This design comes from an exercise in tuning for small area on the open sky130 flow, not from production work.
The RTL was checked by simulation tests, not by an equivalence proof against the original design.
Power and IR drop assume default switching activity.

## v41
Design rds_group_decoder, start of the top module:
module rds_group_decoder (
    input  wire        clk,
    input  wire        rst,           
    input  wire [1:0]  mode,          
    input  wire [1:0]  corr,          
    input  wire [3:0]  loss_n,        
    input  wire        lock,          
    input  wire        bit_valid,
    input  wire        bit_in,
    output wire [1:0]  rds_sync,      
    output reg         rec_valid,
    output wire [15:0] rec_blk_a,
    output wire [15:0] rec_blk_b,
    output wire [15:0] rec_blk_c,
    output wire [15:0] rec_blk_d,
    output wire [7:0]  rec_bstat,
    output wire [5:0]  rec_flags,
    output wire [4:0]  rec_cbits,
    output wire [15:0] rec_pi_conf,
    output wire        sync_evt,
    output reg  [2:0]  sync_off,
    output reg         loss_evt,
    output reg         loss_cause,    
    output reg         pi_evt,
    output wire [15:0] pi_new
);
clock: 12.0 ns
lec_check: 0
abc_area: 1
cap_margin: 0
core_margin: 2
core_utilization: 40
cts_buf_list: sky130_fd_sc_hd__clkbuf_8
cts_cluster_size: 20
place_density: 0.6
slew_margin: 0
standard.sh (not shown) runs the stock make flow with config.mk's settings and CLKGATE_MAP_FILE= SYNTH_SCRIPT=/design/flow/synth_recipe.tcl, a recipe that flattens the netlist after the stock synthesis.
==> flow/flow/run.sh <==
#!/bin/bash
# The standard layout, with two changes:
#  - synthesis maps the logic with an area-oriented ABC script (flow/area.abc);
#    adders are left to ABC; registers, flattening and renaming are as in
#    the standard flow's own synthesis script (flow/synth_area.tcl);
#  - each input and output port gets the smallest buffer, buf_1.
set -euo pipefail
here=$(pwd)
export AREA_ABC_SCRIPT="$here/flow/area.abc"
bash standard.sh SYNTH_SCRIPT="$here/flow/synth_area.tcl" \
    BUFFER_PORTS_ARGS="-buffer_cell sky130_fd_sc_hd__buf_1" finish > standard_flow.log 2>&1
==> flow/flow/area.abc <==
strash
&get -n
&deepsyn -T 60
&put
dch -f
amap
topo
==> flow/flow/synth_area.tcl <==
# The standard flow's synthesis script (synth_recipe.tcl), with the logic mapped for area:
# ABC runs flow/area.abc instead of ORFS's script, and adders are left to ABC
# rather than extracted as half and full adder cells. Registers, flattening
# and renaming are as in the standard flow's script.
proc synth {args} { yosys synth -nofsm -noshare {*}$args }
proc extract_fa {args} {}
proc abc {args} {
  set i [lsearch -exact $args -script]
  if { $i >= 0 } { lset args [expr {$i + 1}] $::env(AREA_ABC_SCRIPT) }
  yosys abc {*}$args
}
source $::env(SCRIPTS_DIR)/synth.tcl
# left out here: clear keep_hierarchy, flatten, clean up, hide names made inside functions, write 1_2_yosys.v
v41: done, clean on timing, DRC and antenna
### v41 -> v56
- GPL_TIMING_DRIVEN: unset -> 0
- CTS_CLUSTER_SIZE: 20 -> 16
--- a/flow/flow/run.sh
+++ b/flow/flow/run.sh
@@ -11 +11 @@
-    BUFFER_PORTS_ARGS="-buffer_cell sky130_fd_sc_hd__buf_1" finish > standard_flow.log 2>&1
+    SYNTH_INSBUF=0 BUFFER_PORTS_ARGS="-buffer_cell sky130_fd_sc_hd__buf_1" finish > standard_flow.log 2>&1
[summary]
v56 reports a lower power density relative to cell area than v41 does. For the share of the clock period used by the worst path, v56 came in 2.3 points higher than v41 did. When v56 is measured against v41, its worst setup margin turns out 280 ps lower. v56 ended with every stage complete and zero timing, DRC or antenna violations. For v41, the timing endpoint of the critical path was sh[39], unlike v56, where it was conf_pi[5]. v56: post-route cell area about 1.2% below v41. Worst slack after detailed placement deteriorates in v56 relative to v41. v56 vs v41, net count reported at finish went down by 1.2%. Reported for v41 and v56, post-cts sizing count turned out identical to the last digit. v56: depth of the worst register-to-register path 1 below v41. Summary of the comparison: global-route wire length before repair is lower in v56, relative to v41. Compared with v41, in v56 combinational power has remained practically unchanged, proportion of power drawn by the clock network has decreased.
diff inputs: v56 => v6
- changing CTS_CLUSTER_SIZE from 16 to 20
- changing CAP_MARGIN from 0 to 20
- removing GPL_TIMING_DRIVEN (formerly 0)
- changing SLEW_MARGIN from 0 to 20
--- a/flow/flow/run.sh
+++ b/flow/flow/run.sh
@@ -4,2 +4,2 @@
-#    adders are left to ABC; registers, flattening and renaming are as in
-#    the standard flow's own synthesis script (flow/synth_area.tcl);
+#    everything else in the synthesis (registers, flattening, renaming) is
+#    the standard flow's own synthesis script, flow/synth_area.tcl only swaps ABC's script;
@@ -11 +11 @@
-    SYNTH_INSBUF=0 BUFFER_PORTS_ARGS="-buffer_cell sky130_fd_sc_hd__buf_1" finish > standard_flow.log 2>&1
+    BUFFER_PORTS_ARGS="-buffer_cell sky130_fd_sc_hd__buf_1" finish > standard_flow.log 2>&1
==> flow/flow/synth_area.tcl <==
# The standard flow's synthesis script, with ABC's technology mapping run for area
proc synth {args} { yosys synth -nofsm -noshare {*}$args }
proc abc {args} {
  set i [lsearch -exact $args -script]
  if { $i >= 0 } { lset args [expr {$i + 1}] $::env(AREA_ABC_SCRIPT) }
  yosys abc {*}$args
}
source $::env(SCRIPTS_DIR)/synth.tcl
# left out here: clear keep_hierarchy, flatten, clean up, hide names made inside functions, write 1_2_yosys.v
==> summary.txt <==
| via count of the routed design | v6 vs v56 | worse |
Going from v56 to v6, the final setup skew was found to have gone up by 3.5 ps.
Of v6 and v56, the run reporting the higher sequential fraction of total cell area was v56.
Delta (v6 minus v56): number of rows in the core area went up about 3.6%; highest achievable clock rate saw an increase; overall power went up by 3.7%; number of placed cells counting well taps went up; overall die area saw an increase.
v6 has combinational share of power above what v56 had.
v6 completed every stage of the flow, and the final layout passed the timing, DRC and antenna checks.
The total global routing track utilization of v56 and that of v6 are within noise of each other.
Higher number of buffers outside the clock class in the layout goes to v6 over v56.

---

rds_group_decoder, a different RTL version from the one above (not shown whole).
Size: ~140 I/O pins, ~0.0088 mm2 of cells after synthesis.
clock: 12.0 ns
lec_check: 0
abc_area: 1
cap_margin: 0
core_margin: 2
core_utilization: 40
cts_buf_list: sky130_fd_sc_hd__clkbuf_8
cts_cluster_size: 16
gpl_timing_driven: 0
place_density: 0.6
slew_margin: 0
==> flow/flow/run.sh <==
#!/bin/bash
# The standard layout, with these changes:
#  - synthesis maps the logic with an area-oriented ABC script (flow/area.abc);
#    adders are left to ABC; registers, flattening and renaming are as in
#    the standard flow's own synthesis script (flow/synth_area.tcl);
#  - each input and output port gets the smallest buffer, buf_1;
#  - clock tree: buf_8 clock buffers for clusters of up to 16 registers, a
#    buf_4 at the root, and no dummy loads.
set -euo pipefail
here=$(pwd)
export AREA_ABC_SCRIPT="$here/flow/area.abc"
bash standard.sh SYNTH_SCRIPT="$here/flow/synth_area.tcl" \
    SYNTH_INSBUF=0 BUFFER_PORTS_ARGS="-buffer_cell sky130_fd_sc_hd__buf_1" \
    CTS_ARGS="-sink_clustering_enable -repair_clock_nets -sink_clustering_size 16 -buf_list sky130_fd_sc_hd__clkbuf_8 -root_buf sky130_fd_sc_hd__clkbuf_4 -dont_use_dummy_load" \
    finish > standard_flow.log 2>&1
==> flow/flow/synth_area.tcl <==
# The standard flow's synthesis script (synth_recipe.tcl), with the logic mapped for area:
# ABC runs flow/area.abc instead of ORFS's script, and adders are left to ABC
# rather than extracted as half and full adder cells. Registers, flattening
# and renaming are as in the standard flow's script.
proc synth {args} { yosys synth -nofsm -noshare {*}$args }
proc extract_fa {args} {}
proc abc {args} {
  set i [lsearch -exact $args -script]
  if { $i >= 0 } { lset args [expr {$i + 1}] $::env(AREA_ABC_SCRIPT) }
  yosys abc {*}$args
}
source $::env(SCRIPTS_DIR)/synth.tcl
# left out here: clear keep_hierarchy, flatten, clean up, hide names made inside functions, write 1_2_yosys.v
Scripts as last shown in full above: flow/flow/area.abc
Then changed:
==> flow/flow/run.sh (replaced) <==
#!/bin/bash
set -euo pipefail
here=$(pwd)
export AREA_ABC_SCRIPT="$here/flow/area.abc"
bash standard.sh SYNTH_SCRIPT="$here/flow/synth_area.tcl" \
    SYNTH_INSBUF=0 BUFFER_PORTS_ARGS="-buffer_cell sky130_fd_sc_hd__buf_1" \
    CTS_ARGS="-sink_clustering_enable -repair_clock_nets -sink_clustering_size 32 -sink_clustering_max_diameter 120 -buf_list sky130_fd_sc_hd__clkbuf_16 -root_buf sky130_fd_sc_hd__clkbuf_8 -dont_use_dummy_load" \
    finish > standard_flow.log 2>&1
The new run went through all stages and came out clean. Sequential share of layout area decreases by 0.30 points. Power grows by 12%. Cell count went down by 1.4%. Worst setup slack loses 0.052 ns. Routed wire length went down by 6.7%. Non-clock buffer count is unchanged. Maximum frequency goes down by 0.72%. Sequential cell count does not change. Hold slack got worse by 0.0048 ns. Clock skew is lower by 0.021 ns.
Then changed:
==> flow/flow/run.sh (replaced) <==
#!/bin/bash
set -euo pipefail
here=$(pwd)
export AREA_ABC_SCRIPT="$here/flow/area.abc"
bash standard.sh SYNTH_SCRIPT="$here/flow/synth_area.tcl" \
    SYNTH_INSBUF=0 BUFFER_PORTS_ARGS="-buffer_cell sky130_fd_sc_hd__buf_1" \
    CTS_ARGS="-sink_clustering_enable -repair_clock_nets -sink_clustering_size 16 -buf_list sky130_fd_sc_hd__clkbuf_8 -root_buf sky130_fd_sc_hd__clkbuf_4 -dont_use_dummy_load" \
    finish > standard_flow.log 2>&1
Outcome: Die area rises by 0.73%; global-route usage rises by 0.38 points; final area falls by about 1%.
Then changed:
==> flow/flow/run.sh (replaced) <==
#!/bin/bash
set -euo pipefail
here=$(pwd)
export AREA_ABC_SCRIPT="$here/flow/area.abc"
bash standard.sh SYNTH_SCRIPT="$here/flow/synth_area.tcl" \
    SYNTH_INSBUF=0 BUFFER_PORTS_ARGS="-buffer_cell sky130_fd_sc_hd__buf_1" finish > standard_flow.log 2>&1
Effect: Synthesized cell count decreases by 1.3%. Area after synthesis decreases by 0.74%. Routed wire length decreases by 3.1%. Cell area increases by 0.78%. Critical path depth does not change. Via count increases by about 0.8%. Utilization increases by 0.50 points.
Then changed:
==> flow/flow/run.sh (replaced) <==
#!/bin/bash
# The standard layout, with these changes:
#  - synthesis maps the logic with an area-oriented ABC script (flow/area.abc);
#    adders are left to ABC; registers, flattening and renaming are as in
#    the standard flow's own synthesis script (flow/synth_area.tcl);
#  - each input and output port gets the smallest buffer, buf_1;
#  - clock tree: buf_8 clock buffers for clusters of up to 13 registers, a
#    buf_4 at the root, and no dummy loads.
set -euo pipefail
here=$(pwd)
export AREA_ABC_SCRIPT="$here/flow/area.abc"
bash standard.sh SYNTH_SCRIPT="$here/flow/synth_area.tcl" \
    SYNTH_INSBUF=0 BUFFER_PORTS_ARGS="-buffer_cell sky130_fd_sc_hd__buf_1" \
    CTS_ARGS="-sink_clustering_enable -repair_clock_nets -sink_clustering_size 13 -buf_list sky130_fd_sc_hd__clkbuf_8 -root_buf sky130_fd_sc_hd__clkbuf_4 -dont_use_dummy_load" \
    finish > standard_flow.log 2>&1
--- a/flow/config.mk
+++ b/flow/config.mk
@@ -13 +13 @@
-export CTS_CLUSTER_SIZE = 16
+export CTS_CLUSTER_SIZE = 13
=>
- via count went down by 0.75%
- wire length increases by 3.2%
- worst setup slack degrades by 0.44 ns
- synthesized area rises by about 0.7%
- core utilization is lower by 0.50 points
- clock-buffer cell count drops by 2
- critical path depth stays the same

static timing again, ports no longer ideal:
In the flow no input, the clock included, has a driving cell. The finished layouts below were timed again as built, in two steps.
Step 1 (the two cells are an assumption about what drives the block):
set clk [get_ports {clk}]
set_driving_cell -lib_cell sky130_fd_sc_hd__clkbuf_16 $clk
set_driving_cell -lib_cell sky130_fd_sc_hd__buf_2 [delete_from_list [all_inputs] $clk]
Step 2 adds t to the input delays and takes it off the output delays; t is the mean of the earliest and latest rising clock arrival at the registers after step 1. Input paths then give back, and output paths get back, about the clock's delay inside the block.
Three values: ideal, step 1, step 2; two values: the first two.
| run | t, ns | setup slack, ns | hold slack, ns | worst slew at a driven data input, ns | cell pins on the clock port's net |
|---|---|---|---|---|---|
| v41 | 0.520 | 4.959 / 4.983 / 4.463 | 0.431 / 0.431 / 0.431 | 0.04 | 1 |
| v56 | 0.512 | 4.681 / 4.681 / 4.552 | 0.430 / 0.430 / 0.430 | 0.03 | 1 |
| v6 | 0.514 | 5.336 / 5.350 / 4.836 | 0.427 / 0.427 / 0.427 | 0.03 | 1 |
| the first run of note 2 | 0.662 | 4.845 / 4.798 / 4.517 | 0.424 / 0.424 / 0.424 | 0.03 | 1 |
| the second run of note 2 | 0.587 | 4.793 / 4.811 / 4.223 | 0.420 / 0.420 / 0.420 | 0.05 | 1 |
| the third run of note 2 | 0.653 | 4.236 / 4.257 / 3.604 | 0.422 / 0.422 / 0.422 | 0.03 | 1 |
| the fourth run of note 2 | 0.512 | 4.673 / 4.690 / 4.179 | 0.429 / 0.429 / 0.429 | 0.05 | 1 |
| the fifth run of note 2 | 0.653 | 4.236 / 4.257 / 3.604 | 0.422 / 0.422 / 0.422 | 0.03 | 1 |
After both steps every run listed still meets setup and hold.
